Context: an optimization exercise on an open-source flow, tuned for small area. The choices shown serve that exercise and are no tape-out recipe.
Function was checked by simulation only, so behaviour that the tests miss may differ from the original.

==> run D: inputs <==
// mi_decim
module mi_decim (
    input  wire        clk,
    input  wire        rst,
    input  wire        en,
    input  wire        align,
    input  wire        invert,
    input  wire        mod_tick,
    input  wire        mod_dat,
    input  wire [4:0]  guard_count,
    input  wire        guard_hi_en,
    input  wire        guard_lo_en,
    input  wire [23:0] guard_hi,
    input  wire [23:0] guard_lo,
    input  wire        ovr_clr,
    output reg         swift_valid,    
    output wire [31:0] swift_word,
    output reg         control_valid,    
    output wire [31:0] control_word,
    output reg         quiet_valid,    
    output wire [31:0] quiet_word,
    output reg         record_valid,    
    output wire [31:0] record_word,
    output reg         stat_ovr,
    output reg         ovr_sticky,
    output reg         guard_hi_live,
    output reg         guard_lo_live
);
    reg          en_q;
    wire         restart = en & (align | ~en_q);
    wire         tick = en & ~restart & mod_tick;
    wire         b = mod_dat ^ invert;
    wire         off = rst | ~en;
    wire         clr = rst | restart;
    reg  [2:0]   a;           
    reg  [2:0]   m5;          
    reg  [1:0]   m4;          
    reg  [1:0]   blk;         
    wire [2:0]   a_n;
    wire [1:0]   m4_n, blk_n;
    wire         a7 = (a == 3'd7);
    wire         m5_4 = (m5 == 3'd4);
  ...
Settings: LEC_CHECK=0, ABC_CLOCK_PERIOD_IN_PS=15000, CAP_MARGIN=20, CORE_MARGIN=2, CORE_UTILIZATION=75, PLACE_DENSITY=0.85, SLEW_MARGIN=20; clock period 40.0 ns.
standard.sh (not shown) runs the stock make flow with config.mk's settings and CLKGATE_MAP_FILE= SYNTH_SCRIPT=/design/flow/synth_recipe.tcl, a recipe that flattens the netlist after the stock synthesis.
==> flow/flow/run.sh <==
#!/bin/bash
# The standard layout (standard.sh), with two changes:
# - each port is buffered by a buf_1 instead of the resizer's default pick;
# - clock tree: clkbuf_4 buffers, clusters of at most 10 sinks within 40 um,
#   no dummy loads.
# make's output goes to standard.log; the tools' own logs are under orfs/logs.
set -euo pipefail
bash standard.sh "BUFFER_PORTS_ARGS=-buffer_cell sky130_fd_sc_hd__buf_1" \
  "CTS_ARGS=-sink_clustering_enable -repair_clock_nets -dont_use_dummy_load -buf_list sky130_fd_sc_hd__clkbuf_4 -sink_clustering_size 10 -sink_clustering_max_diameter 40" \
  finish > standard.log 2>&1
==> run P: changes against run D <==
==> flow/flow/run.sh (replaced) <==
#!/bin/bash
# The standard layout (standard.sh), with three changes:
# - after the standard synthesis, OpenROAD's restructure re-maps the
#   combinational logic for area (registers are not touched), from a copy of
#   the Liberty file without the platform's don't-use cells;
# - each port is buffered by a buf_1 instead of the resizer's default pick;
# - clock tree: clkbuf_4 buffers, clusters of at most 10 sinks within 40 um,
#   no dummy loads.
# Each tool's output goes to a log of its own here: standard_synth.log,
# filter_lib.log, restructure.log, standard.log (the tools' own logs are under orfs/logs).
set -euo pipefail
ARGS=("BUFFER_PORTS_ARGS=-buffer_cell sky130_fd_sc_hd__buf_1"
      "CTS_ARGS=-sink_clustering_enable -repair_clock_nets -dont_use_dummy_load -buf_list {sky130_fd_sc_hd__clkbuf_1 sky130_fd_sc_hd__clkbuf_2} -sink_clustering_size 6 -sink_clustering_max_diameter 30")
bash standard.sh "${ARGS[@]}" synth > standard_synth.log 2>&1
RES=orfs/results/$FLOW_PLATFORM/mi_decim/base
LIB=$FLOW_HOME/platforms/$FLOW_PLATFORM/lib/sky130_fd_sc_hd__tt_025C_1v80.lib
python3 flow/filter_lib.py $LIB rs_use.lib 'sky130_fd_sc_hd__(lpflow_.*|probe_p_8|probec_p_8)' > filter_lib.log 2>&1
mkdir -p rs_work
cat > restructure.tcl <<EOT
read_db $RES/1_synth.odb
read_liberty $LIB
read_sdc $RES/1_synth.sdc
report_design_area
restructure -target area -liberty_file rs_use.lib -tielo_port sky130_fd_sc_hd__conb_1/LO -tiehi_port sky130_fd_sc_hd__conb_1/HI -work_dir rs_work
report_design_area
write_db $RES/1_synth.odb
EOT
openroad -no_init -exit restructure.tcl > restructure.log 2>&1
bash standard.sh "${ARGS[@]}" finish > standard.log 2>&1
==> flow/flow/filter_lib.py (new file) <==
"""Copy a Liberty file without the cells whose names match the given regular
expression (the platform's don't-use cells), so that restructure cannot pick
them. Usage: filter_lib.py IN.lib OUT.lib REGEX"""
import re
import sys

src, dst, pat = sys.argv[1], sys.argv[2], re.compile(sys.argv[3])
cell = re.compile(r'^\s*cell\s*\(\s*"?([A-Za-z0-9_]+)"?\s*\)\s*\{')
out = []
skip = 0
with open(src) as f:
    for line in f:
        if skip:
            skip += line.count("{") - line.count("}")
            continue
        m = cell.match(line)
        if m and pat.fullmatch(m.group(1)):
            skip = line.count("{") - line.count("}")
            continue
        out.append(line)
with open(dst, "w") as f:
    f.writelines(out)
--- a/flow/config.mk
+++ b/flow/config.mk
@@ -8,6 +8,5 @@
 export ABC_CLOCK_PERIOD_IN_PS = 15000
 export CAP_MARGIN = 20
 export CORE_MARGIN = 2
-export CORE_UTILIZATION = 75
-export PLACE_DENSITY = 0.85
+export CORE_UTILIZATION = 40
 export SLEW_MARGIN = 20
==> run E: changes against run D <==
--- a/flow/config.mk
+++ b/flow/config.mk
@@ -8,6 +8,5 @@
 export ABC_CLOCK_PERIOD_IN_PS = 15000
 export CAP_MARGIN = 20
 export CORE_MARGIN = 2
-export CORE_UTILIZATION = 75
-export PLACE_DENSITY = 0.85
+export CORE_UTILIZATION = 60
 export SLEW_MARGIN = 20
==> results.cfg <==
[setup_path]
cp_max_fo = 15
crit_slowest_cell = a211oi_2

[synth]
async_reset_ff_share_pct = 0
synth_top_family_by_area = adder cells
synth_xor_area_share_pct = 1.66
synth.distinct_cells = 71
syn_area_um2 = 12500

[pwr]
p_leak_uw = 0.00495
seqPwrFrac_pct = 28.9

[timing]
hold_ws_ns = 0.380
tightest_slew_ns = 1.07
clock-skew-final_ns = 0.0844

[placement]
placed_cells = 1354

[status]
status = finished clean

[clock_tree]
cts.clk_slew.worst_paths_ns = 0.09

[final_layout]
multi_input_area_um2 = 4600

[global_route]
grtUsageMet1_pct = 40.5
(the above is from run D)
==> results.cfg <==
[status]
status = finished clean

[synth]
syn_area_um2 = 12500
synth.distinct_cells = 71
synth_xor_area_share_pct = 1.66
async_reset_ff_share_pct = 0

[timing]
clock-skew-final_ns = 0.0714

[final_layout]
multi_input_area_um2 = 4610

[placement]
placed_cells = 1405

[clock_tree]
cts.clk_slew.worst_paths_ns = 0.10
(the above is from run E)
==> results.cfg <==
[timing]
clock-skew-final_ns = 0.145

[pwr]
p_leak_uw = 0.00437
seqPwrFrac_pct = 49.3

[global_route]
grtUsageMet1_pct = 25.8

[clock_tree]
cts.clk_slew.worst_paths_ns = 0.10

[final_layout]
multi_input_area_um2 = 4010

[status]
status = finished clean

[synth]
syn_area_um2 = 11900

[setup_path]
crit_slowest_cell = o2111ai_1
(the above is from run P)

static timing again, ports no longer ideal:
In the flow no input, the clock included, has a driving cell. The finished layouts below were timed again as built, in two steps. Step 1, drivers: a clkbuf_16 drives clk and a buf_2 each remaining input, both assumed. Step 2 adds t to the input delays and takes it off the output delays; t is the mean of the earliest and latest rising clock arrival at the registers after step 1. Input paths then give back, and output paths get back, about the clock's delay inside the block. Three values: ideal, step 1, step 2; two values: the first two.
run	shift t [ns]	setup slack, ns	clock arrival spread, ns	worst data-port slew with drivers (ns)	cell pins on the clock port's net
run D	0.649	8.466 / 8.488 / 7.839	0.084 / 0.084	0.06	1
run P	0.819	10.253 / 10.276 / 9.458	0.145 / 0.145	0.10	1
run E	0.657	8.624 / 8.645 / 7.987	0.077 / 0.077	0.06	1
After both steps setup and hold are still met in every run listed. The setup slack of run P, which loses most, moves by +0.023 ns with the drivers and by -0.795 ns with both steps.
